This design comes from an exercise in tuning for small area, a short achievable clock period and few clock cycles per item on the open sky130 flow, not from production work.
No functional check of the RTL was part of any run shown here.
No activity file was given, so power comes from the tool's default toggle rates.

==> design/flow/design.v <==
module mbcq_enc #(
    parameter integer N  = 33,      
    parameter integer HQ = 2        
) (
    input  wire        clk,
    input  wire        rst,         
    input  wire        in_valid,
    output wire        in_ready,
    input  wire        in_last,     
    input  wire [1:0]  in_fmt,      
    input  wire [1:0]  in_k,        
    input  wire [31:0] in_elem,     
    output wire        out_valid,
    input  wire        out_ready,
    output wire        out_hdr,     
    output wire        out_last,    
    output wire [15:0] out_data
);
    localparam integer PW = (N > 32) ? 6 : 5;       
    localparam integer QW = (HQ > 2) ? 2 : 1;       
    function automatic [4:0] lzc23;      
        input [22:0] v;
        integer i;
        begin
            lzc23 = 5'd22;
            for (i = 0; i < 23; i = i + 1)
                if (v[i]) lzc23 = 5'd22 - i[4:0];
        end
    endfunction
    wire        i_f16  = (in_fmt == 2'd2);
    wire        i_b16  = (in_fmt == 2'd1);
    wire        i_s    = (i_f16 || i_b16) ? in_elem[15] : in_elem[31];
    wire [7:0]  i_ex   = i_f16 ? {3'b000, in_elem[14:10]} : i_b16 ? in_elem[14:7] : in_elem[30:23];
    wire [22:0] i_man  = i_f16 ? {in_elem[9:0], 13'h0} : i_b16 ? {in_elem[6:0], 16'h0} : in_elem[22:0];
    wire [4:0]  i_lz   = i_f16 ? lzc23({in_elem[9:0], 13'h0}) :
                         i_b16 ? lzc23({in_elem[6:0], 16'h0}) : lzc23(in_elem[22:0]);
    wire        i_spec = i_f16 ? (in_elem[14:10] == 5'h1F) : (i_ex == 8'hFF);
    wire        i_sub  = (i_ex == 8'd0);
    wire        i_zero = i_sub && (i_man == 23'd0);
    wire [8:0]  i_base = i_f16 ? 9'd368 : 9'd256;
    wire [8:0]  i_eb   = i_spec ? 9'h1FF : i_zero ? 9'd0 :
                         i_sub ? i_base - {4'b0000, i_lz} : i_base + {1'b0, i_ex};
    reg        rdy;
    reg        a_v, a_last, a_s, a_sub, a_spec, a_fin;
    reg [1:0]  a_k;
    reg [8:0]  a_eb;
    reg [22:0] a_man;
    reg [4:0]  a_lz;
    assign in_ready = rdy;
    always @(posedge clk) begin
        a_s    <= i_s;
        a_eb   <= i_eb;
        a_man  <= i_man;
        a_lz   <= i_lz;
        a_sub  <= i_sub;
        a_spec <= i_spec;
        a_fin  <= !i_spec && !i_zero;
        a_k    <= in_k;
        a_last <= in_last;
        if (rst) a_v <= 1'b0;
        else     a_v <= in_valid & rdy;
    end
    wire [22:0] c_frac = a_sub ? (a_man << (a_lz + 5'd1)) : a_man;
    wire [25:0] c_word = {a_s, a_eb, c_frac[22:8], |c_frac[7:0]};
    reg [25:0]   mem [0:N-1];
    reg [PW-1:0] wptr, rptr;
    reg [PW:0]   cnt;             
    reg [4:0]  bcnt;              
    reg [8:0]  e_run;             
    reg        esc_run;
    reg [1:0]  k_run;
    wire [8:0] e_new   = (a_fin && (a_eb > e_run)) ? a_eb : e_run;
    wire       esc_new = esc_run | a_spec;
    wire [1:0] k_new   = (bcnt == 5'd0) ? a_k : k_run;
    wire       b_end   = a_v && (a_last || bcnt == 5'd31);
    reg [16:0]   hq [0:HQ-1];
    reg [QW-1:0] hq_wp, hq_rp;
    reg [QW:0]   hq_cnt;
    always @(posedge clk) begin
        if (a_v) mem[wptr] <= c_word;
        if (b_end) hq[hq_wp] <= {esc_new, e_new, k_new, bcnt};
    end
    always @(posedge clk) begin
        if (rst) begin
            wptr    <= {PW{1'b0}};
            bcnt    <= 5'd0;
            e_run   <= 9'd0;
            esc_run <= 1'b0;
            hq_wp   <= {QW{1'b0}};
        end else if (a_v) begin
            wptr <= (wptr == N - 1) ? {PW{1'b0}} : wptr + 1'b1;
            if (b_end) begin
                bcnt    <= 5'd0;
                e_run   <= 9'd0;
                esc_run <= 1'b0;
                hq_wp   <= (hq_wp == HQ - 1) ? {QW{1'b0}} : hq_wp + 1'b1;
            end else begin
                bcnt    <= bcnt + 5'd1;
                e_run   <= e_new;
                esc_run <= esc_new;
                k_run   <= k_new;
            end
        end
    end
    reg        o1_v;
    wire       adv = !o1_v;
    reg        rd_act;            
    reg [4:0]  rd_rem;            
    reg [16:0] rd_h;              
    reg [9:0]  rd_eoff;           
    wire [16:0] hq_h     = hq[hq_rp];
    wire        hq_any   = (hq_cnt != 0);
    wire        iss_hdr  = adv && !rd_act && hq_any;
    wire        iss_code = adv && rd_act;
    wire [8:0]  rd_emax  = rd_h[15:7];
    wire        rd_nz    = (rd_emax != 9'd0);
    wire [1:0]  rd_k     = rd_h[6:5];
    wire        rd_esc   = rd_h[16];
    wire [8:0]  rd_e     = rd_nz ? rd_emax + 9'd129 : 9'd0;      
    always @(posedge clk) begin
        rd_eoff <= !rd_nz ? 10'h3FF : {1'b0, rd_emax} + {9'd0, rd_esc} +
                   ((rd_k == 2'd0) ? 10'd10 : (rd_k == 2'd1) ? 10'd6 : 10'd2);
        if (rst) begin
            rd_act <= 1'b0;
            rptr   <= {PW{1'b0}};
            hq_rp  <= {QW{1'b0}};
        end else if (iss_hdr) begin
            rd_act  <= 1'b1;
            rd_rem  <= hq_h[4:0];
            rd_h    <= hq_h;
            hq_rp   <= (hq_rp == HQ - 1) ? {QW{1'b0}} : hq_rp + 1'b1;
        end else if (iss_code) begin
            rptr   <= (rptr == N - 1) ? {PW{1'b0}} : rptr + 1'b1;
            rd_rem <= rd_rem - 5'd1;
            if (rd_rem == 5'd0) rd_act <= 1'b0;
        end
    end
    wire [PW:0] cnt_nx = cnt + a_v - iss_code;
    wire [QW:0] hq_nx  = hq_cnt + b_end - iss_hdr;
    always @(posedge clk) begin
        if (rst) begin
            cnt    <= {(PW+1){1'b0}};
            hq_cnt <= {(QW+1){1'b0}};
        end else begin
            cnt    <= cnt_nx;
            hq_cnt <= hq_nx;
        end
    end
    reg [25:0] rd_word;
    integer m;
    always @(*) begin
        rd_word = 26'd0;
        for (m = 0; m < N; m = m + 1)
            rd_word = rd_word | (mem[m] & {26{rptr == m}});
    end
    reg        r1_v, r1_hdr, r1_last;
    reg [25:0] r1_w;
    always @(posedge clk) begin
        if (rst) r1_v <= 1'b0;
        else if (adv) r1_v <= iss_hdr || iss_code;
        if (adv) begin
            r1_hdr  <= iss_hdr;
            r1_last <= iss_code && (rd_rem == 5'd0);
            r1_w    <= rd_word;
        end
    end
    wire [8:0]  r1_eb = r1_w[24:16];
    wire [9:0]  r1_d  = rd_eoff - {1'b0, r1_eb};
    wire [4:0]  r1_sh = (r1_d[9:5] != 5'd0) ? 5'd31 : r1_d[4:0];
    wire [16:0] r1_h  = {1'b1, r1_w[15:0]};
    wire [33:0] x_sh  = {r1_h, 17'h0} >> r1_sh;
    wire [14:0] x_q   = x_sh[31:17];
    wire        x_rnd = x_sh[16] & ((|x_sh[15:0]) | x_sh[17]);
    reg        r2_v, r2_hdr, r2_last, r2_rnd, r2_s, r2_spec, r2_nan, r2_esc;
    reg [14:0] r2_q;
    reg [1:0]  r2_k;
    always @(posedge clk) begin
        if (rst) r2_v <= 1'b0;
        else if (adv) r2_v <= r1_v;
        if (adv) begin
            r2_hdr  <= r1_hdr;
            r2_last <= r1_last;
            r2_q    <= r1_hdr ? {6'd0, rd_e} : x_q;
            r2_rnd  <= x_rnd;
            r2_s    <= r1_w[25];
            r2_spec <= (r1_eb == 9'h1FF);
            r2_nan  <= (r1_w[15:0] != 16'd0);
            r2_esc  <= rd_esc;
            r2_k    <= rd_k;
        end
    end
    reg [14:0] hi_mask;       
    reg [15:0] kmask, top;    
    always @(*) begin
        case (r2_k)
            2'd0:    begin kmask = 16'h00FF; top = 16'h0080; end
            2'd1:    begin kmask = 16'h0FFF; top = 16'h0800; end
            default: begin kmask = 16'hFFFF; top = 16'h8000; end
        endcase
        case ({r2_k, r2_esc})
            3'b000:  hi_mask = 15'h7F80;
            3'b001:  hi_mask = 15'h7FC0;
            3'b010:  hi_mask = 15'h7800;
            3'b011:  hi_mask = 15'h7C00;
            3'b101, 3'b111: hi_mask = 15'h4000;
            default: hi_mask = 15'h0000;
        endcase
    end
    wire        ovf  = ((r2_q & hi_mask) != 15'd0) || (((r2_q | hi_mask) == 15'h7FFF) && r2_rnd);
    wire [15:0] lim  = {1'b0, ~hi_mask};
    wire [15:0] mag  = ovf ? lim : {1'b0, r2_q};
    wire        cin  = ovf ? r2_s : (r2_s ^ r2_rnd);
    wire [15:0] sgn  = (r2_s ? ~mag : mag) + {15'd0, cin};
    reg [15:0] code;
    always @(*) begin
        if (r2_hdr)
            code = {r2_esc, 6'b000000, r2_q[8:0]};
        else if (r2_spec)
            code = r2_nan ? top : r2_s ? top + 16'd1 : top - 16'd1;
        else
            code = sgn & kmask;
    end
    reg        o0_v, o0_hdr, o0_last, o1_hdr, o1_last;
    reg [15:0] o0_data, o1_data;
    wire       w_v  = adv && r2_v;             
    wire       o0_ld = !o0_v || out_ready;     
    always @(posedge clk) begin
        if (rst) begin
            o0_v <= 1'b0;
            o1_v <= 1'b0;
        end else begin
            if (o0_ld) o0_v <= o1_v || w_v;
            o1_v <= o1_v ? !o0_ld : (w_v && !o0_ld);
        end
        if (o0_ld) begin
            o0_hdr  <= o1_v ? o1_hdr  : r2_hdr;
            o0_last <= o1_v ? o1_last : r2_last;
            o0_data <= o1_v ? o1_data : code;
        end
        if (!o1_v) begin
            o1_hdr  <= r2_hdr;
            o1_last <= r2_last;
            o1_data <= code;
        end
    end
    wire o1_nx = o1_v ? !o0_ld : (w_v && !o0_ld);
    wire rd_act_nx = rst ? 1'b0 : iss_hdr ? 1'b1 : (iss_code && rd_rem == 5'd0) ? 1'b0 : rd_act;
    wire a_nx   = in_valid && rdy;
    wire a_ends = a_v ? (!b_end && bcnt == 5'd30) : (bcnt == 5'd31);
    wire rd_sure  = !o1_nx && rd_act_nx;                      
    wire hdr_sure = !o1_nx && !rd_act_nx && (hq_nx != 0);     
    always @(posedge clk) begin
        if (rst) rdy <= 1'b1;
        else rdy <= ({1'b0, cnt_nx} + a_nx + 1 <= N + rd_sure) &&
                    ({1'b0, hq_nx} + (a_nx && (in_last || a_ends)) + 1 <= HQ + hdr_sure);
    end
    assign out_valid = o0_v;
    assign out_hdr   = o0_hdr;
    assign out_last  = o0_last;
    assign out_data  = o0_data;
endmodule
==> design/flow/run.sh <==
#!/bin/bash
# synth_recipe.tcl (not shown) runs the flow's synth.tcl, then flattens the netlist and writes it again
# the make line also repeats each setting of config.mk as NAME=value (left out here)
make -C /OpenROAD-flow-scripts/flow DESIGN_CONFIG=/design/flow/config.mk WORK_HOME=/design/flow/orfs CLKGATE_MAP_FILE= SYNTH_SCRIPT=/design/flow/synth_recipe.tcl finish
==> design/flow/config.mk <==
export PLATFORM = sky130hd
export DESIGN_NAME = mbcq_enc
export DESIGN_NICKNAME = mbcq_enc
export VERILOG_FILES = /design/flow/design.v
export SDC_FILE = /design/flow/constraint.sdc
export NUM_CORES = 4
export LEC_CHECK = 0
export CAP_MARGIN = 20
export CORE_MARGIN = 2
export CORE_UTILIZATION = 35
export PLACE_DENSITY = 0.5
export SLEW_MARGIN = 20
==> design/flow/constraint.sdc <==
create_clock -name core_clock -period 16.0 [get_ports {clk}]
set_input_delay 3.2000 -clock core_clock [delete_from_list [all_inputs] [get_ports {clk}]]
set_output_delay 3.2000 -clock core_clock [all_outputs]
set_load 0.01 [all_outputs]
==> out/qor.yml, run 1 <==
synth_fp_nets: 3271
vias: 29500
grt_overflow_total: 0
ys_seq_elements: 1099
whs_ns: 0.436
hold_path_end: "r2_last$_DFFE_PN_"
nets: 3388
first_iter_violations: 3487
route.met3.wl_microns: 10800
hold_depth: 0
p_leak_uw: 0.0171
drt-pass1-iter-count: 8
cts.clk_slew.worst_paths_ns: 0.06
clock_path_buffers: 3
fin_crit_ns: 6.63
die_h_microns: 363
final-hold-violation-count: 0
synth_cell_types: 87
final_antenna_net_count: 0
row_count: 131
clkSinkCount: 1099
cp_cell_sequence: "clkdlybuf4s50_1, ha_1, buf_4, mux2_2, mux2i_1, ha_1, inv_1, nor3_4, inv_1, mux2i_1, ha_1, and3_1, a221o_1, a21oi_1, o21a_1, o21ai_1"
crit_path_top_delay_cell: "clkdlybuf4s50_1"
slowest_delay_ns: 0.50
worst_setup_path_end_kind: "flip-flop"
syn_area_per_cell_sq_um: 14.3
timing_worst_setup_path_type: "in -> reg"
track_usage_pct: 22.6
dieArea_sq_mm: 0.132
start_util_pct: 35.4
reg2reg_depth: 14
r2r-end: "o0_data[15]$_DFFE_PN_"
drive_gt1_share_pct: 13.1
viasPerCell: 5.87
tns_ns: 0
gp_congestion: 0.838
cts_buffers: 112
placeableCoreArea_sq_mm: 0.128
routedWlPerCell_microns: 30.0
grt_pass1_wl_microns: 213000
hp-class: "reg -> reg"
grt_start_max_net_pins: 56
io_pins: 61
crit_path_start_kind: "input pin"
cts_resized: 0
drt_wl_total_microns: 151000
layout_common_cells: "edfxtp_1, a22oi_1, nand2_1"
dp_hpwl_microns: 83600
synth-edff-count: 981
crit_arrival_ns: 7.22
synth_top_flop_cell: "edfxtp_1"
syn-cell-area_sq_mm: 0.0452
cp_common_cell: "ha_1"
syn_inst: 3160
tightest_slew_ns: 0.961
cap_violations: 0
setup_violations: 0
grt_pass1_vias: 28000
clock_latency_ns: 0.75
status: "no timing/DRC/antenna violations"
final_common_cell: "edfxtp_1"
rrSetupSlack_ns: 11.29
synthToLayoutAreaGrowth_pct: 15.5
io_buffer_count: 60
rsz0062_at_grt: "false"
yosysSeqAreaShare_pct: 70.4
cts_tree: "yes"
antenna_found_initial: 5
cts_max_level: 3
r2r_start: "r2_q[11]$_SDFFCE_PP0N_"
clock_skew_ns: 0.0929
fmax_mhz: 151
cts-hold-fix-buffers: 0
fin_crit_sh_pct: 41.4
drc_errors: 0
wl_met1_microns: 62100
slew_headroom_pct: 35.8
yosysWarnings: 1
top_layer: "met4"
post_cts_buffers: 0
dieWidth_microns: 363
p_per_area_mw_per_mm2: 154
wl_met2_microns: 73800
ir_drop_mv: 0.0912
synthArstFlopShare_pct: 0
final_max_slew_viol_count: 0
crit_required_ns: 16.59
worstHoldStart: "r1_last$_DFFE_PN_"
num_antenna_cells: 0
crit_fanout: 30
cts_root_buf: "clkbuf_16"
-- critical path: cells and delay by family --
family                     cells  cell delay (ns)
and+or+nand+nor                2             0.51
muxes                          3             0.87
AOI/OAI and AO/OA              4             0.79
buffers and inverters          4             1.07
adders and majority gates      3             0.74
-- synth_stat cells (7+ instances only) --
library cell  instances  area, sq um
a211oi_1             18          135
a21oi_1              89          445
a221o_1               7         70.1
a221oi_1             41          359
a222oi_1             26          260
a22o_1               54          473
a22oi_1             315         2360
a311oi_1              8         70.1
a31oi_1              12         75.1
a32oi_1               8         70.1
and2_1               30          188
and3_1               24          150
buf_1                10         37.5
buf_2                13         65.1
clkbuf_1            143          537
dfxtp_1             118         2360
edfxtp_1            981        29500
ha_1                 68          851
inv_1                97          364
mux2_2               35          394
mux2i_1              59          591
mux4_2               13          293
nand2_1             158          593
nand2b_1             19          119
nand3_1             107          536
nand4_1              68          425
nor2_1              197          739
nor2b_1              16          100
nor3_1               42          210
nor4_1               42          263
o211ai_1             12         90.1
o21a_1               11         82.6
o21ai_0              87          435
o22ai_1              23          144
o31ai_1               8         60.1
or2_2                 7         43.8
or4_1                 8         60.1
xnor2_1              45          394
xor2_1               31          272
-- layer usage --
metal / vias up / track usage, %
met5: - / 0
met4: 0 / 6.34
met3: 251 / 3.33
met2: 1258 / 38.1
met1: 15300 / 30.2
li1: 12800 / -
-- area by class of cell --
type,count,area (sq um)
clock inverter,63,602
multi-input combinational,1792,12800
clock buffer,145,3040
tap,1662,2080
inverter,98,368
sequential,1099,31800
fill,11800,75600
timing repair buffer,174,1460
-- worst max path at each step --
stage	startpoint	endpoint	slack (ns)	cells after the start
after floorplan	in_fmt[1]	a_eb[8]$_SDFF_PP1_	9.70	16
after global placement	in_fmt[0]	a_eb[8]$_SDFF_PP1_	8.69	16
after detailed placement	in_fmt[0]	a_eb[8]$_SDFF_PP1_	8.64	16
after CTS	in_fmt[0]	a_eb[8]$_SDFF_PP1_	9.42	16
after global routing	in_fmt[0]	a_eb[8]$_SDFF_PP1_	9.12	16
final	in_fmt[0]	a_eb[8]$_SDFF_PP1_	9.37	16
-- logic make-up (layout without fill, tap and decap cells) --
| group | count (synthesis) | after routing | synth area share, % |
|---|---|---|---|
| flip-flops | 1099 | 1099 | 70.4 |
| AO/OA/AOI/OAI | 791 | 791 | 12.8 |
| AND/OR/NAND/NOR | 746 | 746 | 8.12 |
| buffers and inverters | 269 | 480 | 2.30 |
| multiplexers | 109 | 109 | 2.93 |
| XOR/XNOR | 76 | 76 | 1.47 |
| adder cells (fa/ha/maj) | 70 | 70 | 1.97 |
-- power by group --
group          switching [uW]  internal [uW]
registers                 147           3390
logic                    1200            688
clock network            1140           1460
total                    2490           5540
-- stage by stage --
step | area (sq um) | worst slack, ns | utilization [%] | power [uW] | std cells
after floorplan | 45200 | 9.70 | - | 4840 | 3160
after global placement | 48600 | 8.69 | 38.0 | 5470 | 4825
after detailed placement | 48600 | 8.64 | 38.0 | 5470 | 4825
after CTS | 52200 | 9.42 | 40.8 | 8060 | 5033
after global routing | 52200 | 9.12 | 40.8 | 8390 | 5033
final | 52200 | 9.37 | 40.8 | 8030 | 5033
-- state kept, by name, summed over array words and instances, names as in the netlist, 6 cells and up, named ones only --
register	count
hq	34
wptr	6
rd_h	12
rptr	6
e_run	9
a_eb	9
rd_eoff	10
o0_data	16
r2_q	15
o1_data	16
cnt	7
a_man	23
r1_w	26
mem	858
==> inputs of run 2 (changes only) <==
--- a/design/flow/config.mk
+++ b/design/flow/config.mk
@@ -8,5 +8,8 @@
 export CAP_MARGIN = 20
 export CORE_MARGIN = 2
 export CORE_UTILIZATION = 35
+export CTS_BUF_LIST = sky130_fd_sc_hd__clkbuf_8
+export CTS_CLUSTER_DIAMETER = 70
+export CTS_CLUSTER_SIZE = 14
 export PLACE_DENSITY = 0.5
 export SLEW_MARGIN = 20
==> run 2 against run 1 <==
Effect of this change: highest routed layer unchanged; flip-flop and latch count is the same; sequential share of layout area grew 2.4 points; largest cell class unchanged; still clean; power shrank 13%; global-route usage shrank 0.084 points.
==> out/qor.yml, run 2 <==
layout_common_cells: "edfxtp_1, a22oi_1, nand2_1"
syn_inst: 3160  # unchanged
max_flop_register: "mem"
track_usage_pct: 22.5  # -0.084 points
hp-class: "reg -> reg"
post_cts_buffers: 0  # unchanged
synth_common_cells: "edfxtp_1, a22oi_1, nor2_1"
fmax_mhz: 153  # +1.1%
first_iter_violations: 3465  # -0.63%
drive_gt1_share_pct: 11.8  # -1.3 points
synth_cell_types: 87  # unchanged
power_frac_clock_pct: 22.1  # -10 points
clock_latency_ns: 0.84  # +0.09 ns
synthToLayoutAreaGrowth_pct: 11.0
syn-cell-area_sq_mm: 0.0452  # unchanged
worst_setup_path_end_kind: "flip-flop"
yosysSeqAreaShare_pct: 70.4  # unchanged
synth_fp_nets: 3271  # unchanged
yosysWarnings: 1  # unchanged
clock_path_buffers: 3  # unchanged
worst_slack_ns: 9.45  # +0.0732 ns
slew_headroom_pct: 34.6  # -1.1 points
drc_errors: 0  # unchanged
largest_reg_flops: 858  # unchanged
cts_root_buf: "clkbuf_8"
dp_slack_ns: 8.64  # unchanged
drt-pass1-iter-count: 6  # -2
dieArea_sq_mm: 0.132  # unchanged
cts_buffers: 93  # -17%
crit_fanout: 30  # unchanged
switching_share_pct: 33.3  # +2.2 points
tightest_slew_ns: 0.978  # +0.0167 ns
yosysTopAreaCell: "edfxtp_1"
drt_wl_total_microns: 150000  # -0.50%
row_count: 131  # unchanged
seqCellArea_sq_mm: 0.0318  # unchanged
grt.busiest_layer: "met2"
fillCellCount: 12000  # +1.5%
clkSinkCount: 1099  # unchanged
synth_top_flop_cell: "edfxtp_1"
io_buffer_count: 60  # unchanged
p_int_uw: 4650  # -16%
antenna_found_initial: 6  # +1
grt_overflow_total: 0  # unchanged
ys_seq_elements: 1099  # unchanged
cts-hold-fix-buffers: 0  # unchanged
start_util_pct: 35.4  # unchanged
dp_hpwl_microns: 83600  # unchanged
synthArstFlopShare_pct: 0  # unchanged
ir_drop_mv: 0.0916  # +0.44%
yosysMostFrequentCell: "edfxtp_1"
clock_skew_ns: 0.0960  # +0.00312 ns
cts_resized: 0  # unchanged
crit_required_ns: 16.67  # +0.08 ns
p_sw_uw: 2320  # -7.0%
rsz0062_at_grt: "false"
final_max_slew_viol_count: 0  # unchanged
use_met3_pct: 3.10  # -0.23 points
finalPower_uw: 6970  # -13%
cts_max_level: 3  # unchanged
cap_violations: 0  # unchanged
grtUsageMet2_pct: 38.2  # +0.052 points
setup_violations: 0  # unchanged
multi_input_area_sq_mm: 0.0128  # unchanged
cts.clk_slew.worst_paths_ns: 0.09  # +0.03 ns
fin_crit_sh_pct: 41.0  # -0.46 points
die_h_microns: 363  # unchanged
routedWlPerCell_microns: 30.2  # +0.77%
final_common_cell: "edfxtp_1"
gp_congestion: 0.838  # unchanged
synth_top_cells_by_area: "edfxtp_1, a22oi_1, dfxtp_1, ha_1, nor2_1"
vias: 29200  # -1.2%
timing_worst_setup_path_type: "in -> reg"
synthDominantCellAreaShare_pct: 65.2  # unchanged
cts_tree: "yes"
tns_ns: 0  # unchanged
synth-edff-count: 981  # unchanged
crit_path_start_kind: "input pin"
placeableCoreArea_sq_mm: 0.128  # unchanged
io_pins: 61  # unchanged
final_antenna_net_count: 0  # unchanged
largestRegisters: "mem: 858 flops, hq: 34 flops, r1_w: 26 flops"
viasPerCell: 5.87  # about the same
grt_start_max_net_pins: 56  # unchanged
p_leak_uw: 0.0163  # -4.8%
grt_pass1_wl_microns: 212000  # -0.57%
status: "no timing/DRC/antenna violations"
p_per_area_mw_per_mm2: 139  # -9.8%
met1_usage_pct: 30.2  # about the same
grt_pass1_vias: 27700  # -0.81%
syn_area_per_cell_sq_um: 14.3  # unchanged
crit_arrival_ns: 7.22  # about the same
nets: 3369  # -0.56%
comb_power_share_pct: 27.2  # +3.7 points
fin_crit_ns: 6.55  # -0.0732 ns
final-hold-violation-count: 0  # unchanged
dieWidth_microns: 363  # unchanged
pwr-share-seq_pct: 50.7  # +6.6 points
[run 2: cell counts after synthesis]
Identical to the previous run, type by type.
[run 2: cells by family (layout without fill, tap and decap cells)]
kind of cell | Yosys count | after routing | share of synthesized area [%]
other | 0 | 2 | 0
muxes | 109 | 109 | 2.93
AOI/OAI and AO/OA | 791 | 791 | 12.8
xor gates and xnor gates | 76 | 76 | 1.47
DFF | 1099 | 1099 | 70.4
adders and majority gates | 70 | 70 | 1.97
buffers and inverters | 269 | 415 | 2.30
and+or+nand+nor | 746 | 746 | 8.12
[run 2: stage by stage]
stage	hold WS, ns	instance area (sq um)	utilization (%)	std cells
after floorplan	0.400	45200	-	3160
after global placement	0.404	48600	38.0	4825
after detailed placement	0.422	48600	38.0	4825
after CTS	0.444	50200	39.2	4968
after global routing	0.461	50200	39.3	4970
final	0.445	50200	39.3	4970
[run 2: path summary, 6_finish.rpt]
kind	start	to	slack (ns)	depth (start not counted)
setup / recovery	in_fmt[0]	a_eb[8]$_SDFF_PP1_	9.45	16
hold / removal	r1_w[25]$_DFFE_PN_	r2_s$_DFFE_PN_	0.44	0
setup reg to reg	r2_q[6]$_DFFE_PN_	o0_data[15]$_DFFE_PN_	11.29	14
hold reg to reg	r1_w[25]$_DFFE_PN_	r2_s$_DFFE_PN_	0.44	0
[run 2: cell type report]
type | instances | area share, %
multi-input cells | 1792 | 25.6
flip-flops and latches | 1099 | 63.4
inverters | 98 | 0.733
clock inverters | 49 | 0.658
diodes | 2 | 0.00997
well taps | 1662 | 4.14
repair buffers | 174 | 2.90
clock buffers | 94 | 2.58
[run 2: critical path: stages]
cell             delay, ns
clkdlybuf4s50_1       0.50
ha_1                  0.16
buf_4                 0.36
mux2_2                0.38
mux2i_1               0.27
ha_1                  0.30
inv_1                 0.10
nor3_4                0.37
inv_1                 0.12
mux2i_1               0.22
ha_1                  0.28
and3_1                0.15
a221o_1               0.35
a21oi_1               0.23
o21a_1                0.14
o21ai_1               0.07
[run 2: power groups by stage]
stage	clock [uW]	sequential, uW	combinational [uW]
3_5_place_dp	0	3600	1880
3_3_place_gp	0	3600	1880
6_report	1540	3530	1890
2_1_floorplan	0	3560	1280
4_1_cts	1590	3530	1890
5_1_grt	1680	3560	2090
[run 2: metal layers]
layer	up-vias	part of all wire [%]
met3	223	6.9
met2	1204	49
li1	12700	-
met1	15100	42
met4	0	2.6
met5	-	0

-- what the ideal ports hide --
The flow's constraints put no driver on any port. The routed layouts listed below were extracted and timed again, unchanged, in two steps. Step 1, drivers: a clkbuf_16 drives clk and a buf_2 each remaining input, both assumed. Step 2, shift: input delay + t, output delay - t, t = (earliest + latest rising clock arrival at the registers) / 2. This alone moves slack from input paths to output paths. Slacks: ideal ports / drivers / drivers and shift; pairs: ideal ports / drivers.
| run | shift t [ns] | slack for setup (ns) | worst setup path after step 2 | slew at the worst register clock pin (ns) |
|---|---|---|---|---|
| run 1 | 0.782 | 9.374 / 9.430 / 8.648 | input to register | 0.07 / 0.07 |
| run 2 | 0.864 | 9.447 / 9.494 / 8.630 | input to register | 0.11 / 0.11 |
After both steps setup and hold are still met in every run listed. For run 2, which loses most, drivers alone change the setup slack by +0.047 ns; drivers and shift together by -0.817 ns.
